Source: an optimization exercise on an open RTL-to-GDS flow (aim: small area). Production flows keep margins and buffers that such runs may drop.
Function was checked by simulation only, so behaviour that the tests miss may differ from the original.
No activity file was given, so power comes from the tool's default toggle rates.

Setup of old:
// tg_rx
module tg_rx (
    input             clk,
    input             rst,
    input             cfg_ok,
    input      [15:0] own_unit,
    input      [15:0] src_rel,
    input      [15:0] src_zs,
    input      [15:0] src_den,
    input      [4:0]  seq_win,
    input             ms_tick,
    input             in_valid,
    input      [7:0]  in_data,
    input             in_last,
    input             in_net,
    output reg        out_valid,
    output reg [3:0]  out_code,
    output reg [1:0]  out_stream,
    output reg        out_net,
    output reg        out_open,
    output reg        out_match,
    output reg        out_mismatch,
    output reg        out_single,
    output     [31:0] out_seq,
    output     [23:0] out_pl,
    output     [2:0]  synced,
    output     [2:0]  pair_open,
    output reg [2:0]  tmo_single
);
    localparam [3:0] C_OK     = 4'h0,
                     C_CRC    = 4'h1,
                     C_FORMAT = 4'h2,
                     C_ADDR   = 4'h3,
                     C_STREAM = 4'h4,
                     C_BEHIND = 4'h5,
                     C_AHEAD  = 4'h6,
                     C_LATE   = 4'h7;
    localparam [9:0] T_PAIR = 10'h204,    
                     T_SYNC = 10'h2B2;    
    reg [5:0]  cnt;           
    reg [31:0] crc;           
    reg        crc_ok;        
    reg        s_own, s_rel, s_zs, s_den;    
    reg        d_own, d_ff;   
    reg        fmt_ok;        
    reg        h1, h2, h3;    
    reg [31:0] fseq;          
    reg        sq_e, sq_i, sq_q, sq_l, sq_x;
    reg [95:0] body;          
    reg [95:0] ring [0:2];    
    reg [3:0]  ph;            
    reg [2:0]  cw;            
    reg        b_eq;          
    reg [23:0] pl;            
    reg        ev_pend;       
    reg        ev_len_ok;
    reg        ev_net;
    wire        c_first = (cnt == 6'd0);
    wire [31:0] h = crc | {32{c_first}};
    wire [7:0]  t = h[7:0] ^ in_data;
    wire [31:0] crc_nx;
    wire x8 = t[1] ^ t[6];
    wire x9 = t[2] ^ t[4];
    wire x10 = t[3] ^ t[5];
    wire x11 = t[0] ^ x9;
    wire x12 = t[7] ^ x8;
    wire x13 = x8 ^ x10;
    wire x14 = t[6] ^ t[7];
    wire x15 = t[1] ^ t[3];
  ...
clock: 10.0 ns
lec_check: 0
cap_margin: 0
core_margin: 2
core_utilization: 55
place_density: 0.7
slew_margin: 0
standard.sh (not shown) runs the stock make flow with config.mk's settings and CLKGATE_MAP_FILE= SYNTH_SCRIPT=/design/flow/synth_recipe.tcl, a recipe that flattens the netlist after the stock synthesis.
==> flow/flow/run.sh <==
#!/bin/bash
# The standard layout (standard.sh, unchanged synthesis, floorplan, power grid and
# routing), with two layout knobs that ORFS reads from the environment:
#  - the port buffers are the smallest buffer cell instead of the one buffer_ports picks;
#  - clock tree: clkbuf_8 buffers, sink clusters of up to 18 flip-flops within 80 um,
#    no dummy loads;
# make's output goes to standard.log; each ORFS step keeps its own log under orfs/logs/.
set -euo pipefail
export BUFFER_PORTS_ARGS="-buffer_cell sky130_fd_sc_hd__buf_1"
export CTS_ARGS="-sink_clustering_enable -repair_clock_nets -buf_list sky130_fd_sc_hd__clkbuf_8 -sink_clustering_size 18 -sink_clustering_max_diameter 80 -dont_use_dummy_load"
bash standard.sh > standard.log 2>&1
## Diff of input files: new against old
--- a/flow/design.v
+++ b/flow/design.v
@@ -42,19 +42,16 @@
     reg        s_own, s_rel, s_zs, s_den;    
     reg        d_own, d_ff;   
     reg        fmt_ok;        
     reg        h1, h2, h3;    
     reg [31:0] fseq;          
     reg        sq_e, sq_i, sq_q, sq_l, sq_x;
     reg [95:0] body;          
-    reg [95:0] ring [0:2];    
-    reg [3:0]  ph;            
-    reg [2:0]  cw;            
     reg        b_eq;          
-    reg [23:0] pl;            
+    reg [95:0] ring [0:2];    
     reg        ev_pend;       
     reg        ev_len_ok;
     reg        ev_net;
     wire        c_first = (cnt == 6'd0);
     wire [31:0] h = crc | {32{c_first}};
     wire [7:0]  t = h[7:0] ^ in_data;
     wire [31:0] crc_nx;
@@ -106,20 +103,19 @@
     assign crc_nx[28] = t[0] ^ t[4];
     assign crc_nx[29] = t[1] ^ x22;
     assign crc_nx[30] = t[0] ^ x24;
     assign crc_nx[31] = t[0] ^ x15 ^ x16;
     wire hi = ~cnt[0];
     reg [3:0]  mv_left;
     reg [2:0]  mv_s;
+    reg        mv_copy;
+    wire       mv_xfer = (mv_left != 4'd0) && mv_copy;
     wire       in_body = in_valid && cnt >= 6'd12 && cnt < 6'd24;    
-    wire [15:0] r06 = ({16{h1}} & {ring[0][95:88], ring[0][47:40]}) |
-                      ({16{h2}} & {ring[1][95:88], ring[1][47:40]}) |
-                      ({16{h3}} & {ring[2][95:88], ring[2][47:40]});
-    wire [4:0] wp5 = {1'b0, cnt[3:0] - 4'd12} + 5'd11 - {1'b0, ph};
-    wire [3:0] wp  = (wp5 >= 5'd12) ? wp5[3:0] - 4'd12 : wp5[3:0];
+    wire [7:0] top = ({8{h1}} & ring[0][95:88]) | ({8{h2}} & ring[1][95:88]) |
+                     ({8{h3}} & ring[2][95:88]);
     reg [7:0] crc_b;
     always @* begin
         case (cnt[1:0])
             2'd0: crc_b = crc[31:24];
             2'd1: crc_b = crc[23:16];
             2'd2: crc_b = crc[15:8];
             default: crc_b = crc[7:0];
@@ -184,33 +180,18 @@
             end else begin
                 sq_e <= sq_e && b_eq8;
                 sq_i <= ((sq_e && !b_lt8) || (sq_i && b_lt8)) &&
                         (b_dif[7:5] == 3'd0) && (b_dif[4:0] != 5'd0) && (b_dif[4:0] <= seq_win);
                 sq_l <= sq_x ^ (sq_l || (sq_q && b_lt8));
             end
         end
-        if (in_valid && cnt >= 6'd16 && cnt < 6'd19)
-            pl <= {pl[15:0], in_data};
-        if (in_valid && cnt == 6'd23) begin
-            cw   <= 3'd6;
-            b_eq <= 1'b1;
-        end else if (cw != 3'd0) begin
-            cw   <= cw - 3'd1;
-            b_eq <= b_eq && ({body[95:88], body[47:40]} == r06);
-        end
-    end
-    integer p;
-    always @(posedge clk) begin
-        ph <= (rst || ph == 4'd11) ? 4'd0 : ph + 4'd1;
-        for (p = 0; p < 12; p = p + 1) begin
-            if (in_body && wp == p[3:0])
-                body[95-8*p -: 8] <= in_data;
-            else
-                body[95-8*p -: 8] <= (p == 11) ? body[95:88] : body[87-8*p -: 8];
-        end
+        if (in_body || ev_pend || mv_xfer)
+            body <= {body[87:0], in_data};
+        if (in_body)
+            b_eq <= (b_eq || cnt == 6'd12) && (in_data == top);
     end
     always @(posedge clk) begin
         if (rst) begin
             cnt     <= 6'd0;
             ev_pend <= 1'b0;
         end else begin
             ev_pend <= in_valid && in_last;
@@ -221,15 +202,15 @@
                     cnt <= cnt + 6'd1;
             end
         end
         ev_len_ok <= (cnt == 6'd31);
         ev_net    <= in_net;
     end
     assign out_seq = fseq;
-    assign out_pl  = pl;
+    assign out_pl  = body[71:48];      
     reg         syn   [0:2];
     reg         have  [0:2];    
     reg         popen [0:2];
     reg         pnet  [0:2];
     reg [9:0]   tmr   [0:2];    
     reg [32:0]  img   [0:2];    
     assign synced    = {syn[2], syn[1], syn[0]};
@@ -361,19 +342,28 @@
     end
     always @(posedge clk) begin
         if (rst) begin
             mv_left <= 4'd0;
         end else if (ev_open) begin
             mv_left <= 4'd11;
             mv_s    <= {h3, h2, h1};
+            mv_copy <= 1'b1;
+        end else if (in_valid && in_last && cnt >= 6'd12 && cnt < 6'd23) begin
+            mv_left <= 4'd7 - cnt[3:0];
+            mv_s    <= {h3, h2, h1};
+            mv_copy <= 1'b0;
         end else if (mv_left != 4'd0) begin
             mv_left <= mv_left - 4'd1;
         end
     end
     integer r;
     always @(posedge clk) begin
-        for (r = 0; r < 3; r = r + 1)
-            ring[r] <= {ring[r][87:0],
-                        ((ev_open && hs[r]) || (mv_left != 4'd0 && mv_s[r])) ? body[95:88]
-                                                                             : ring[r][95:88]};
+        for (r = 0; r < 3; r = r + 1) begin
+            if (ev_open && hs[r])
+                ring[r] <= {ring[r][87:0], body[95:88]};
+            else if (mv_left != 4'd0 && mv_s[r])
+                ring[r] <= {ring[r][87:0], mv_copy ? body[95:88] : ring[r][95:88]};
+            else if (in_body && hs[r])
+                ring[r] <= {ring[r][87:0], ring[r][95:88]};
+        end
     end
 endmodule
Results
Number of standard cells after synthesis, old and new, lower one = new. [compare] base=old new=new: total power went up 24%; highest attainable clock frequency went down about 11%; number of enable-type register cells in the synthesized netlist went up 362; sequential power went up about 30%.

## static timing again, ports no longer ideal
The flow's constraints put no driver on any port. The routed layouts listed below were extracted and timed again, unchanged, in two steps. Step 1, drivers: a clkbuf_16 drives clk and a buf_2 each remaining input, both assumed. Step 2 also shifts input and output timing later by t, the mid clock arrival at the registers, as if the neighbouring blocks saw the same clock. a / b / c = no drivers / after step 1 / after step 2; a / b = the first two.
run | shift t [ns] | setup WS [ns] | clock arrival spread, ns | pins driven straight from the clock port
old | 0.704 | 4.770 / 4.770 / 4.352 | 0.064 / 0.063 | 1
new | 0.688 | 4.097 / 4.097 / 4.097 | 0.083 / 0.083 | 1
After both steps setup and hold are still met in every run listed. For old, which loses most, drivers alone change the setup slack by 0.000 ns; drivers and shift together by -0.418 ns.
